Context: an optimization exercise on an open-source flow, tuned for small area, a short achievable clock period and few clock cycles per item. The choices shown serve that exercise and are no tape-out recipe. The RTL was checked by simulation tests, not by an equivalence proof against the original design. Power and IR drop assume default switching activity.

## design/flow/run.sh

```bash
#!/bin/bash
# synth_recipe.tcl (not shown) runs the flow's synth.tcl, then flattens the netlist and writes it again
# the make line also repeats each setting of config.mk as NAME=value (left out here)
make -C /OpenROAD-flow-scripts/flow DESIGN_CONFIG=/design/flow/config.mk WORK_HOME=/design/flow/orfs CLKGATE_MAP_FILE= SYNTH_SCRIPT=/design/flow/synth_recipe.tcl finish
```

## design/flow/config.mk

```make
export PLATFORM = sky130hd
export DESIGN_NAME = enc_scaler
export DESIGN_NICKNAME = enc_scaler
export VERILOG_FILES = /design/flow/design.v
export SDC_FILE = /design/flow/constraint.sdc
export NUM_CORES = 4
export LEC_CHECK = 0
export CAP_MARGIN = 20
export CORE_MARGIN = 2
export CORE_UTILIZATION = 40
export PLACE_DENSITY = 0.6
export SLEW_MARGIN = 20
```

## design/flow/constraint.sdc

```tcl
create_clock -name core_clock -period 10.0 [get_ports {clk}]
set_input_delay 2.0000 -clock core_clock [delete_from_list [all_inputs] [get_ports {clk}]]
set_output_delay 2.0000 -clock core_clock [all_outputs]
set_load 0.01 [all_outputs]
```

## design/flow/design.v

```verilog
module enc_filter (
    input  wire        clk,
    input  wire        rst,
    input  wire        line_in,
    input  wire [15:0] min_edge,
    output reg         level,      
    output wire        accept,     
    output wire        reject      
);
    reg        sample;
    reg        pending;
    reg [15:0] elapsed;
    assign reject = pending && (sample == level);
    assign accept = pending && (sample != level) && (elapsed == min_edge);
    always @(posedge clk) begin
        if (rst) begin
            sample  <= line_in;
            level   <= line_in;
            pending <= 1'b0;
            elapsed <= 16'd0;
        end else begin
            sample <= line_in;
            if (!pending) begin
                if (sample != level) begin
                    pending <= 1'b1;
                    elapsed <= 16'd1;
                end
            end else if (reject) begin
                pending <= 1'b0;
            end else if (accept) begin
                pending <= 1'b0;
                level   <= sample;
            end else begin
                elapsed <= elapsed + 16'd1;
            end
        end
    end
endmodule
module pos_scaler (
    input  wire        clk,
    input  wire        rst,
    input  wire [63:0] count_c,     
    input  wire        req_valid,
    output wire        req_ready,
    input  wire        req_set,
    input  wire [63:0] req_value,
    input  wire [31:0] pos_num,     
    input  wire [30:0] pos_den,     
    output reg         resp_valid,
    output reg  [63:0] resp_pos
);
    localparam S_IDLE = 2'd0;
    localparam S_MUL  = 2'd1;
    localparam S_DIV  = 2'd2;
    localparam S_FIX  = 2'd3;
    reg [1:0]  state;
    reg [6:0]  step;
    reg        neg;           
    reg        op_set;
    reg [63:0] value;
    reg [63:0] offset;
    reg [30:0] den;
    reg [63:0] mcand;         
    reg [95:0] prod;          
    reg [31:0] rem;
    assign req_ready = (state == S_IDLE);
    wire [63:0] c_mag = count_c[63] ? (~count_c + 64'd1) : count_c;
    wire [31:0] n_mag = pos_num[31] ? (~pos_num + 32'd1) : pos_num;
    wire [64:0] mul_sum = {1'b0, prod[95:32]} + (prod[0] ? {1'b0, mcand} : 65'd0);
    wire [32:0] rem_sh  = {rem, prod[95]};
    wire [32:0] rem_sub = rem_sh - {2'b00, den};
    wire        q_bit   = !rem_sub[32];
    wire [63:0] q_lo    = prod[63:0];
    wire [63:0] q_floor = neg ? (~q_lo + 64'd1 - ((rem != 32'd0) ? 64'd1 : 64'd0)) : q_lo;
    always @(posedge clk) begin
        if (rst) begin
            state      <= S_IDLE;
            step       <= 7'd0;
            offset     <= 64'd0;
            resp_valid <= 1'b0;
            resp_pos   <= 64'd0;
            neg        <= 1'b0;
            op_set     <= 1'b0;
            value      <= 64'd0;
            den        <= 31'd1;
            mcand      <= 64'd0;
            prod       <= 96'd0;
            rem        <= 32'd0;
        end else begin
            resp_valid <= 1'b0;
            case (state)
                S_IDLE: begin
                    if (req_valid) begin
                        mcand  <= c_mag;
                        prod   <= {64'd0, n_mag};
                        neg    <= count_c[63] ^ pos_num[31];
                        den    <= pos_den;
                        op_set <= req_set;
                        value  <= req_value;
                        step   <= 7'd0;
                        state  <= S_MUL;
                    end
                end
                S_MUL: begin
                    prod <= {mul_sum, prod[31:1]};
                    step <= step + 7'd1;
                    if (step == 7'd31) begin
                        step  <= 7'd0;
                        rem   <= 32'd0;
                        state <= S_DIV;
                    end
                end
                S_DIV: begin
                    rem  <= q_bit ? rem_sub[31:0] : rem_sh[31:0];
                    prod <= {prod[94:0], q_bit};
                    step <= step + 7'd1;
                    if (step == 7'd95) begin
                        state <= S_FIX;
                    end
                end
                S_FIX: begin
                    if (op_set) begin
                        offset   <= value - q_floor;
                        resp_pos <= value;
                    end else begin
                        resp_pos <= offset + q_floor;
                    end
                    resp_valid <= 1'b1;
                    state      <= S_IDLE;
                end
            endcase
        end
    end
endmodule
module enc_scaler (
    input  wire        clk,
    input  wire        rst,
    input  wire        enc_a,
    input  wire        enc_b,
    input  wire [15:0] min_edge,
    input  wire        cnt_load,
    input  wire [31:0] cnt_load_count,
    input  wire [31:0] cnt_load_ext,
    input  wire        fault_load,
    input  wire [31:0] fault_load_val,
    input  wire        status_clr,
    output wire        filt_a,
    output wire        filt_b,
    output reg  [31:0] count,
    output reg  [31:0] count_ext,
    output reg         wrap_flag,
    output reg  [31:0] fault_count,
    output reg         fault_sat,
    input  wire        req_valid,
    output wire        req_ready,
    input  wire        req_set,
    input  wire [63:0] req_value,
    input  wire [31:0] pos_num,
    input  wire [30:0] pos_den,
    output wire        resp_valid,
    output wire [63:0] resp_pos
);
    wire acc_a, rej_a, acc_b, rej_b;
    enc_filter u_fa (
        .clk(clk), .rst(rst), .line_in(enc_a), .min_edge(min_edge),
        .level(filt_a), .accept(acc_a), .reject(rej_a)
    );
    enc_filter u_fb (
        .clk(clk), .rst(rst), .line_in(enc_b), .min_edge(min_edge),
        .level(filt_b), .accept(acc_b), .reject(rej_b)
    );
    wire both    = acc_a && acc_b;
    wire step_en = (acc_a ^ acc_b) && !cnt_load;
    wire up      = acc_a ? ((~filt_a) != filt_b) : (filt_a == (~filt_b));
    wire wrap_up = step_en &&  up && (count == 32'h7FFF_FFFF);
    wire wrap_dn = step_en && !up && (count == 32'h8000_0000);
    wire [2:0]  fault_inc = (rej_a ? 3'd2 : 3'd0) + (rej_b ? 3'd2 : 3'd0) + (both ? 3'd1 : 3'd0);
    wire [32:0] fault_sum = {1'b0, fault_count} + {30'd0, fault_inc};
    wire [31:0] fault_next = fault_sum[32] ? 32'hFFFF_FFFF : fault_sum[31:0];
    always @(posedge clk) begin
        if (rst) begin
            count       <= 32'd0;
            count_ext   <= 32'd0;
            wrap_flag   <= 1'b0;
            fault_count <= 32'd0;
            fault_sat   <= 1'b0;
        end else begin
            if (cnt_load) begin
                count     <= cnt_load_count;
                count_ext <= cnt_load_ext;
            end else if (step_en) begin
                count <= up ? count + 32'd1 : count - 32'd1;
                if (wrap_up)
                    count_ext <= count_ext + 32'd1;
                else if (wrap_dn)
                    count_ext <= count_ext - 32'd1;
            end
            if (wrap_up || wrap_dn)
                wrap_flag <= 1'b1;
            else if (status_clr)
                wrap_flag <= 1'b0;
            if (fault_load) begin
                fault_count <= fault_load_val;
            end else begin
                fault_count <= fault_next;
            end
            if (!fault_load && fault_inc != 3'd0 && fault_next == 32'hFFFF_FFFF)
                fault_sat <= 1'b1;
            else if (status_clr)
                fault_sat <= 1'b0;
        end
    end
    wire [63:0] count_c = {count_ext, 32'd0} + {{32{count[31]}}, count};
    pos_scaler u_ps (
        .clk(clk), .rst(rst), .count_c(count_c),
        .req_valid(req_valid), .req_ready(req_ready),
        .req_set(req_set), .req_value(req_value),
        .pos_num(pos_num), .pos_den(pos_den),
        .resp_valid(resp_valid), .resp_pos(resp_pos)
    );
endmodule
```

==> impl_metrics.tcl <==
set metrics [dict create \
    synth_cells 6400 \
    critPathRequiredTime_ps 10570 \
    drv_cap 0 \
    synth-edff-count 2 \
    setup_violations 0 \
    hpwl_mm 116 \
    final.setup.tns_ps 0 \
    antenna_found_initial 7 \
    grt_pass1_vias 43100 \
    start_kind "input port" \
    clock_latency_ps 650 \
    placed_area_um2 52100 \
    use_met2_pct 40.2 \
    cts_buffers 73 \
    fmax_ghz 0.123 \
    path_class "in2reg" \
    final_cell_mix "798 x nand2_1, 739 x a21oi_1, 571 x nor2_1" \
    path_clk_slew_ps 60 \
    initial_core_util_pct 40.4 \
    postSynthAreaPerCell_um2 7.35 \
    pre_cts_slack_ps 1200 \
    die_h_um 347 \
    portBuffers 413 \
    final_nets 7224 \
    whs_ps 453 \
    root_buffer "clkbuf_16" \
    final_cell_area_um2 54600 \
    vias 46400 \
    num_io_pins 414 \
    outcome "timing/DRC/antenna clean" \
    synthArstFlopShare_pct 0 \
    ys_seq_area_share_pct 24.0 \
    leakage_nw 22.3 \
    ys_seq_elements 563 \
    finalCritPeriodShare_pct 81.4 \
    cp_max_fo 18 \
    vias_per_cell 5.69 \
    cts_buffer_depth 3 \
    hold_path_class "reg2reg" \
    final_cells 8158 \
    final_core_util_pct 46.9 \
    crit_arrival_ps 8700 \
    routed_wirelength_mm 154 \
    cts_setup_buffers 0 \
    drt_first_pass_iters 6 \
    clock-sinks 563 \
    rows 125 \
    detail_route.drc_violations 0 \
    h-tree-depth 3 \
    ir_drop_mv 0.118 \
    synth_fp_nets 7052 \
    cp-end-kind "flop" \
    placedCellCount 8021 \
    gr-max-usage-layer "met2" \
    synth_cell_types 102 \
    die_w_um 347 \
    gr-total-overflow 0 \
    gr-usage-all-layers_pct 24.4 \
    wl_per_cell_um 18.9 \
    finClkSkew_ps 35.4 \
    grt_max_degree 99 \
    hold_buffers 0 \
    met3_usage_pct 3.65 \
    antenna_left 0 \
    hold_viol 0 \
    min_period_ps 8140 \
    yosys_warnings 3 \
    p_total_mw 12.6 \
    slew_violations 0 \
    cts_tree "yes" \
    use_met1_pct 32.5 \
    dieArea_um2 120000 \
    relSlewSlack_pct 27.3 \
    grt_pass1_wl_mm 240 \
    layout_commonest_cell "nand2_1" \
    syn_to_final_growth_pct 16.0 \
    syn_area_um2 47000 \
    worst_slack_ps 1860 \
    drt_iter0_drc 3387 \
    worst_pin_slew_ps 1090 \
    gp_congestion 0.915 \
    cts-resized-gates 0 \
    rsz0062_at_grt "false" \
    power_density_nw_per_um2 231 \
    synth_ff_type "dfxtp_1" \
    drive_above_1_share_pct 3.94 \
    fp.coreArea_um2 116000 \
]
path summary, 6_finish.rpt:
kind / startpoint / cells past startpoint / slack (ps) / end
setup / recovery: min_edge[7] / 22 / 1860 / count_ext[30]
hold / removal: u_ps.mcand[40] / 2 / 450 / u_ps.mcand[40]
setup reg to reg: u_ps.rem[23] / 30 / 2420 / u_ps.offset[61]
hold reg to reg: u_ps.mcand[40] / 2 / 450 / u_ps.mcand[40]
critical path, stage by stage:
cell             delay, ps
clkdlybuf4s50_1        450
xor2_1                 160
nor4_1                 310
nand2_1                130
or4_1                  610
mux2i_1                170
xnor2_1                650
and3_1                 390
inv_1                  370
fa_1                   540
a21o_1                 170
a21o_1                 230
a2111oi_2              410
o211ai_1               190
a2111oi_2              360
nor4_1                 150
o221a_2                310
a221oi_2               260
o21bai_1               170
a2111oi_0              420
a31oi_1                 70
a31oi_1                160
state kept, by name (all words and copies together) (netlist names), 2 cells and up:
name and flops:
u_fa.elapsed 16, u_ps.value 64, u_ps.prod 96, count_ext 32, fault_count 32, u_ps.state 2
u_ps.offset 64, u_ps.step 7, u_ps.mcand 64, u_ps.resp_pos 64, u_fb.elapsed 16, u_ps.rem 32
u_ps.den 31, count 32
cell type report:
cell class | instances | area, µm²
fillers | 11800 | 61800
multi-input cells | 5231 | 33500
flip-flops and latches | 563 | 11300
repair buffers | 449 | 4400
clock buffers | 98 | 2100
well taps | 1524 | 1910
inverters | 254 | 953
clock inverters | 33 | 369
diodes | 6 | 15.0
synth_stat cells (48+ instances only):
| library cell | number | area, µm² |
|---|---|---|
| a211oi_1 | 122 | 916 |
| a21o_1 | 257 | 1930 |
| a21oi_1 | 740 | 3700 |
| a22oi_1 | 89 | 668 |
| a31oi_1 | 53 | 332 |
| and2_1 | 97 | 607 |
| and3_1 | 64 | 400 |
| clkbuf_1 | 296 | 1110 |
| dfxtp_1 | 561 | 11200 |
| ha_1 | 396 | 4950 |
| inv_1 | 252 | 946 |
| nand2_1 | 800 | 3000 |
| nand2b_1 | 51 | 319 |
| nand3_1 | 124 | 621 |
| nand4_1 | 91 | 569 |
| nor2_1 | 573 | 2150 |
| nor2b_1 | 57 | 357 |
| nor3_1 | 79 | 395 |
| o211ai_1 | 90 | 676 |
| o21a_1 | 48 | 360 |
| o21ai_0 | 396 | 1980 |
| o21bai_1 | 49 | 368 |
| xnor2_1 | 281 | 2460 |
| xor2_1 | 206 | 1800 |
per-layer routing:
| layer | routed length [µm] | part of all wire (%) |
|---|---|---|
| met3 | 8070 | 5.2 |
| met1 | 70700 | 46 |
| met2 | 70900 | 46 |
| met4 | 4710 | 3.1 |
| met5 | 0 | 0 |
where the power goes:
group | internal (mW) | total [mW] | switching (mW)
Sequential | 2.51 | 2.83 | 0.322
Combinational | 2.72 | 6.98 | 4.27
Clock | 1.66 | 2.77 | 1.11
Total | 6.89 | 12.6 | 5.70
kinds of logic (layout without fill, tap and decap cells):
family	after synthesis	after routing	synth area share (%)
AO/OA/AOI/OAI	2178	2178	29.3
XOR/XNOR	488	488	9.12
adder cells (fa/ha/maj)	404	404	10.9
buffers and inverters	606	834	4.91
flip-flops	563	563	24.0
multiplexers	45	45	0.979
other	0	6	0
AND/OR/NAND/NOR	2116	2116	20.8
Testbench counts, summed over its fixed seeds: cycles 104,008, items 800.

[port drivers added, routing unchanged]
The results above use ideal ports. As a check the final layout listed here was re-extracted and re-timed, cells and wires unchanged. Step 1: set_driving_cell puts a clkbuf_16 on clk and a buf_2 on each other input, an assumption about the parent block. Step 2, shift: input delay + t, output delay - t, t = (earliest + latest rising clock arrival at the registers) / 2. This alone moves slack from input paths to output paths. Slacks: no drivers / after step 1 / after step 2; pairs: no drivers / after step 1.
shift t [ns]: 0.714
setup WS [ns]: 1.865 / 1.918 / 1.205
hold WS [ns]: 0.453 / 0.453 / 0.453
slew at the worst register clock pin (ns): 0.07 / 0.07
After both steps this run still meets setup and hold. For this run, drivers alone change the setup slack by +0.053 ns; drivers and shift together by -0.660 ns.
